From an optimization exercise on the open Yosys and OpenROAD flow, aimed at small area, a short achievable clock period and few clock cycles; shortcuts taken in it are not production practice.
Function was checked by simulation only, so behaviour that the tests miss may differ from the original.

old:
## dec_unit
module dec_unit (
    input  wire         clk,
    input  wire         rst,
    input  wire         start,
    input  wire [2:0]   op,
    input  wire [4:0]   n,
    input  wire [127:0] kd,
    input  wire [127:0] ks,
    input  wire [63:0]  ds,
    output reg          ready,
    output reg          done,
    output reg  [127:0] k_out,
    output reg  [63:0]  d_out,
    output reg          flag_n,
    output reg          flag_z,
    output reg          flag_v,
    output reg          exc
);
Size: ~11000 cells after synthesis, ~540 flip-flops, about 530 I/O pins, about 69000 sq um of cells after synthesis.
clock: 55.0 ns
lec_check: 0
abc_area: 1
cap_margin: 20
core_margin: 2
core_utilization: 50
place_density: 0.65
slew_margin: 20
run.sh (not shown) runs the stock make flow with config.mk's settings and CLKGATE_MAP_FILE= SYNTH_SCRIPT=/design/flow/synth_recipe.tcl, a recipe that flattens the netlist after the stock synthesis.
Testbench counts of old, summed over its fixed seeds: cycles 19,477.
diff inputs: old => new
--- a/flow/design.v
+++ b/flow/design.v
@@ -37,13 +37,13 @@
     reg       first;       
     reg       it_bd;       
     reg       it_db;       
     reg [1:0] cnt;         
     reg       b_negr;      
     reg       d_negr;      
-    reg       cv_hi;       
+    reg       cv_hz;       
     wire last = (it_bd || it_db) && (cnt == 2'd0);
     reg  busy_n;           
     wire go   = start && !busy_n;
     wire [123:0] a_mag = a_r[127:4];
     wire [123:0] b_mag = b_r[123:0];
     wire a_ok  = a_r[3] && (a_r[2] || a_r[1]) && dig_ok(a_mag);
@@ -103,14 +103,15 @@
             dd_bin = {dd_bin[62:0], 1'b0};
         end
     end
     wire [63:0] acc    = first ? 64'd0 : d_r;
     wire [63:0] db_next;
     wire        db_zero;
-    horner8 u_h (.acc(acc), .dig(b_r[127:96]), .neg(b_negr), .out(db_next), .zero(db_zero));
-    wire        db_ovf  = cv_hi || (b_negr ? (!db_next[63] && !db_zero) : db_next[63]);
+    horner8 u_h (.acc(acc), .dig(b_r[127:96]), .neg(b_negr), .out(db_next));
+    assign db_zero = (db_next == 64'd0);
+    wire        db_ovf  = cv_hz || (b_negr ? (!db_next[63] && !db_zero) : db_next[63]);
     wire op_cv = (op == OP_CVBD) || (op == OP_CVDB);
     always @(posedge clk) begin
         if (rst) begin
             v1    <= 1'b0;
             first <= 1'b0;
             it_bd <= 1'b0;
@@ -154,13 +155,13 @@
             d_r <= db_next;
         else begin
             d_r    <= ds;
             d_negr <= ds[63];
         end
         if (first)
-            cv_hi <= (b_r[123:76] != 48'd0);
+            cv_hz <= it_db ? (b_r[123:76] != 48'd0) : (d_r == 64'd0);
     end
     always @(posedge clk) begin
         d_out <= db_next;
         if (it_bd)
             k_out <= {48'd0, dd_bcd, d_negr ? SIGN_MINUS : SIGN_PLUS};
         else
@@ -169,18 +170,16 @@
             flag_n <= db_next[63];
             flag_z <= db_zero;
             flag_v <= db_ovf;
             if (first)
                 exc <= !b_ok;
         end else if (it_bd) begin
-            if (first) begin
-                exc    <= 1'b0;
-                flag_n <= d_negr;
-                flag_z <= (d_r == 64'd0);
-                flag_v <= 1'b0;
-            end
+            exc    <= 1'b0;
+            flag_n <= d_negr;
+            flag_z <= cv_hz;
+            flag_v <= 1'b0;
         end else begin
             exc <= !(a_ok && (is_sh || b_ok));
             if (is_cmp_r) begin
                 flag_n <= as_neg && (!s_zero || as_ovf);
                 flag_z <= s_zero && !as_ovf;
                 flag_v <= 1'b0;
@@ -345,14 +344,13 @@
     assign s = p ^ c;
 endmodule
 module horner8 (
     input  wire [63:0] acc,
     input  wire [31:0] dig,
     input  wire        neg,
-    output wire [63:0] out,
-    output wire        zero
+    output wire [63:0] out
 );
     wire [31:0] xn = dig ^ {32{neg}};
     wire t1 = xn[1] ^ xn[4] ^ neg;
     wire t2 = (xn[1] & xn[4]) | (xn[1] & neg) | (xn[4] & neg);
     wire t3 = xn[2] ^ xn[5] ^ xn[8];
     wire t4 = (xn[2] & xn[5]) | (xn[2] & xn[8]) | (xn[5] & xn[8]);
@@ -1035,8 +1033,7 @@
     wire t686 = (t680 & t546) | (t680 & t547) | (t546 & t547);
     wire t687 = t682 ^ t558 ^ t559;
     wire t688 = (t682 & t558) | (t682 & t559) | (t558 & t559);
     wire [63:0] r0 = {t652, t650, t648, t646, t644, t642, t640, t638, t636, t634, t632, t630, t628, t626, t624, t622, t620, t618, t616, t614, t612, t610, t608, t606, t604, t602, t600, t598, t596, t594, t592, t590, t588, t586, t584, t672, t684, t683, t677, t669, t574, t572, t570, t568, t566, t668, t666, t664, t688, t687, t681, t675, t660, t658, t686, t685, t679, t673, t655, t543, t423, t267, t1, xn[0]};
     wire [63:0] r1 = {t653, t651, t649, t647, t645, t643, t641, t639, t637, t635, t633, t631, t629, t627, t625, t623, t621, t619, t617, t615, t613, t611, t609, t607, t605, t603, t601, t599, t597, t595, t593, t591, t589, t587, t585, t583, t671, 1'b0, 1'b0, 1'b0, t575, t573, t571, t569, t567, t565, t667, t665, t663, 1'b0, 1'b0, 1'b0, t661, t659, t657, 1'b0, 1'b0, 1'b0, 1'b0, 1'b0, 1'b0, 1'b0, 1'b0, neg};
     add64 u_add (.x(r0), .y(r1), .ci(1'b0), .s(out));
-    assign zero = ((r0 ^ r1) == {r0[62:0] | r1[62:0], 1'b0});
 endmodule
[summary]
- new ran to completion and came out clean on the timing, design-rule and antenna checks.
- Looking at setup slack, new sits 1.16 ns below old.
- old → new: sequential share of layout area now sits at about the same level; minimum hold slack now sits lower; final cell count now sits lower.
- Where final critical delay including setup and external delays is concerned, old is better than new.
Testbench counts of new, summed over its fixed seeds: cycles 19,477.

what the ideal ports hide:
Ports are ideal in the flow. The routed layouts listed here were re-timed in OpenROAD. Step 1 sets driving cells, clkbuf_16 on the clock port and buf_2 on the other inputs (assumed; they add their load-dependent delay and slew). Step 2 times the ports against the registers' clock, not the clock port: input delays grow and output delays shrink by t, the midpoint of the rising clock arrivals with the driver on. a / b / c = ideal ports / drivers / drivers and shift; a / b = the first two.
run	t, ns	setup slack, ns	latest minus earliest clock arrival (ns)	worst register clock-pin slew, ns	cell pins on the clock port's net
old	0.808	42.366 / 42.268 / 42.271	0.072 / 0.071	0.08 / 0.08	1
new	0.793	41.208 / 41.208 / 41.208	0.076 / 0.075	0.08 / 0.08	1
After both steps setup and hold are still met in every run listed. For old, which loses most, drivers alone change the setup slack by -0.098 ns; drivers and shift together by -0.095 ns.
